This design comes from an exercise in tuning for small area, a short achievable clock period and few clock cycles per item on the open sky130 flow, not from production work. Function was checked by simulation only, so behaviour that the tests miss may differ from the original.

## mdu
module mdu (
    input  wire        clk,
    input  wire        rst,         
    input  wire        in_valid,
    output wire        in_ready,
    input  wire [3:0]  in_op,
    input  wire [31:0] in_a,
    input  wire [31:0] in_b,
    input  wire [63:0] in_acc,      
    output reg         out_valid,
    output reg         out_fault,   
    output reg  [31:0] out_lo,
    output reg  [31:0] out_hi,
    output reg         out_n,
    output reg         out_z,
    output reg         out_v
);
    reg        rdy;               
    reg        hold;              
    reg        iv;                
    reg        dbusy;             
    reg  [4:0] dcnt;              
    reg [3:0]  i_op;
    reg [31:0] i_a, i_b;
    reg [63:0] i_acc;
    assign in_ready = rdy;
    wire accept = in_valid & rdy;
    reg        i_an, i_bn, i_as, i_bs, i_ml;
    wire       in_sdiv = (in_op == 4'd10) | (in_op == 4'd12);
    always @(posedge clk)
        if (~hold) begin
            i_an  <= in_sdiv & in_a[31];
            i_bn  <= in_sdiv & in_b[31];
            i_as  <= (in_op != 4'd2) & in_a[31];
            i_bs  <= (in_op != 4'd2) & in_b[31];
            i_ml  <= in_mul;    
            i_op  <= in_op;
            i_a   <= in_a;
            i_b   <= in_b;
            i_acc <= in_acc;
        end
    wire i_mul = i_ml;
    wire ok    = ~dbusy | (dcnt == 5'd1);
    wire m1    = iv & i_mul & ~m2 & ok;     
    wire dp    = iv & ~i_mul & ok;          
    wire ivw   = iv & ~(m1 | dp);           
    reg  m2;                      
    reg  fm;                      
    reg  [3:0]  f_op;
    reg  [65:0] ps, pc;           
    reg  [32:0] ma_r;
    reg  [17:0] mlo;
    wire [34:0] ax   = {{2{ma_r[32]}}, ma_r};
    always @(posedge clk)
        if (~m1)
            ma_r <= ivw ? {i_as, i_a} : {(in_op != 4'd2) & in_a[31], in_a};
    wire        msub = (i_op == 4'd5) | (i_op == 4'd7) | (i_op == 4'd9);
    reg [65:0] init;
    always @(*) begin
        case (i_op)
  ...
Settings: LEC_CHECK=0, CAP_MARGIN=20, CORE_MARGIN=2, CORE_UTILIZATION=40, CTS_BUF_LIST=sky130_fd_sc_hd__clkbuf_8, SLEW_MARGIN=20; clock period 18.0 ns.
standard.sh (not shown) runs the stock make flow with config.mk's settings and CLKGATE_MAP_FILE= SYNTH_SCRIPT=/design/flow/synth_recipe.tcl, a recipe that flattens the netlist after the stock synthesis.
==> flow/flow/run.sh <==
#!/bin/bash
set -e
export SETUP_SLACK_MARGIN=12.5
export BUFFER_PORTS_ARGS="-buffer_cell sky130_fd_sc_hd__buf_2"
bash standard.sh > standard.log 2>&1
Testbench counts at the start, summed over its fixed seeds: cycles 36,833, items 12,000.
Rerun with:
--- a/flow/flow/run.sh
+++ b/flow/flow/run.sh
@@ -3 +3 @@
-export SETUP_SLACK_MARGIN=12.5
+export SETUP_SLACK_MARGIN=13.5
Settings changed: ABC_AREA set to 1, CTS_BUF_LIST sky130_fd_sc_hd__clkbuf_8 to sky130_fd_sc_hd__clkbuf_4.
What happened: The new run finished clean; synthesized area goes up by 3.9%; routed wire length went up by 17%; clock-buffer cell count grows by 120; final area went up by 12%; via count is higher by 18%; hold slack loses 0.072 ns; maximum frequency goes up by 5.1%; sequential cell count does not change.
Rerun with:
==> flow/flow/run.sh (replaced) <==
#!/bin/bash
set -e
export SETUP_SLACK_MARGIN=12.5
bash standard.sh > standard.log 2>&1
Settings changed: ABC_AREA 1 to not set, CTS_BUF_LIST sky130_fd_sc_hd__clkbuf_4 to not set.
What happened: The changed run produced a clean layout. Wire length shrinks by 14%. First-iteration DRC count is higher by 1.9%. Utilization went down by 2.2 points. Maximum frequency drops by 5.3%. Synthesized area is lower by 3.8%. Global-route usage decreases by 3.6 points. Synthesized cell count went down by 19%. Final area shrinks by 8.4%.
Rerun with:
==> flow/flow/run.sh (replaced) <==
#!/bin/bash
set -e
export SETUP_SLACK_MARGIN=13.0
export BUFFER_PORTS_ARGS="-buffer_cell sky130_fd_sc_hd__buf_2"
bash standard.sh > standard.log 2>&1
Settings changed: ABC_AREA set to 1, CTS_BUF_LIST set to sky130_fd_sc_hd__clkbuf_4.
What happened: Die area climbs by a few percent; wire length is higher by roughly a tenth; clock skew grows by 0.12 ns; cell area goes up by a few percent; flip-flop and latch count stays the same; area after synthesis went up by a few percent; final cell count rises by about a fifth; first-iteration DRC count climbs by a little under a tenth; via count came out higher by about a fifth.
Rerun with:
--- a/flow/flow/run.sh
+++ b/flow/flow/run.sh
@@ -3 +3 @@
-export SETUP_SLACK_MARGIN=13.0
+export SETUP_SLACK_MARGIN=12.5
Via count goes down by 0.96%.
Flip-flop and latch count does not change.
Non-clock buffer count falls by 58.
Final cell count is lower by 0.66%.
First-iteration DRC count fell by 4.2%.
Rerun with:
Settings changed: ABC_AREA 1 to not set.
=> Non-clock buffer count is higher by 58. Fmax came out lower by 2.5%. Worst setup slack degrades by 0.13 ns.

## re-timing with driven ports
How much do the figures lean on ideal ports? The routed layouts below were timed once more, with nothing changed but the port constraints.
Step 1 (the two cells are an assumption about what drives the block):
set clk [get_ports {clk}]
set_driving_cell -lib_cell sky130_fd_sc_hd__clkbuf_16 $clk
set_driving_cell -lib_cell sky130_fd_sc_hd__buf_2 [delete_from_list [all_inputs] $clk]
Step 2 adds t to the input delays and takes it off the output delays; t is the mean of the earliest and latest rising clock arrival at the registers after step 1. Input paths then give back, and output paths get back, about the clock's delay inside the block.
Three values: ideal, step 1, step 2; two values: the first two.
run | t, ns | setup slack, ns | worst register clock-pin slew, ns
the first run | 0.905 | 12.561 / 12.561 / 12.559 | 0.08 / 0.08
the second run | 1.202 | 12.828 / 12.750 / 12.326 | 0.08 / 0.08
the third run | 0.768 | 12.541 / 12.541 / 12.541 | 0.08 / 0.08
the fourth run | 1.217 | 12.810 / 12.733 / 12.429 | 0.09 / 0.09
the fifth run | 1.192 | 12.684 / 12.684 / 12.487 | 0.09 / 0.09
the sixth run | 1.234 | 12.550 / 12.550 / 12.550 | 0.08 / 0.08
After both steps every run listed still meets setup and hold. The setup slack of the second run, which loses most, moves by -0.078 ns with the drivers and by -0.502 ns with both steps.
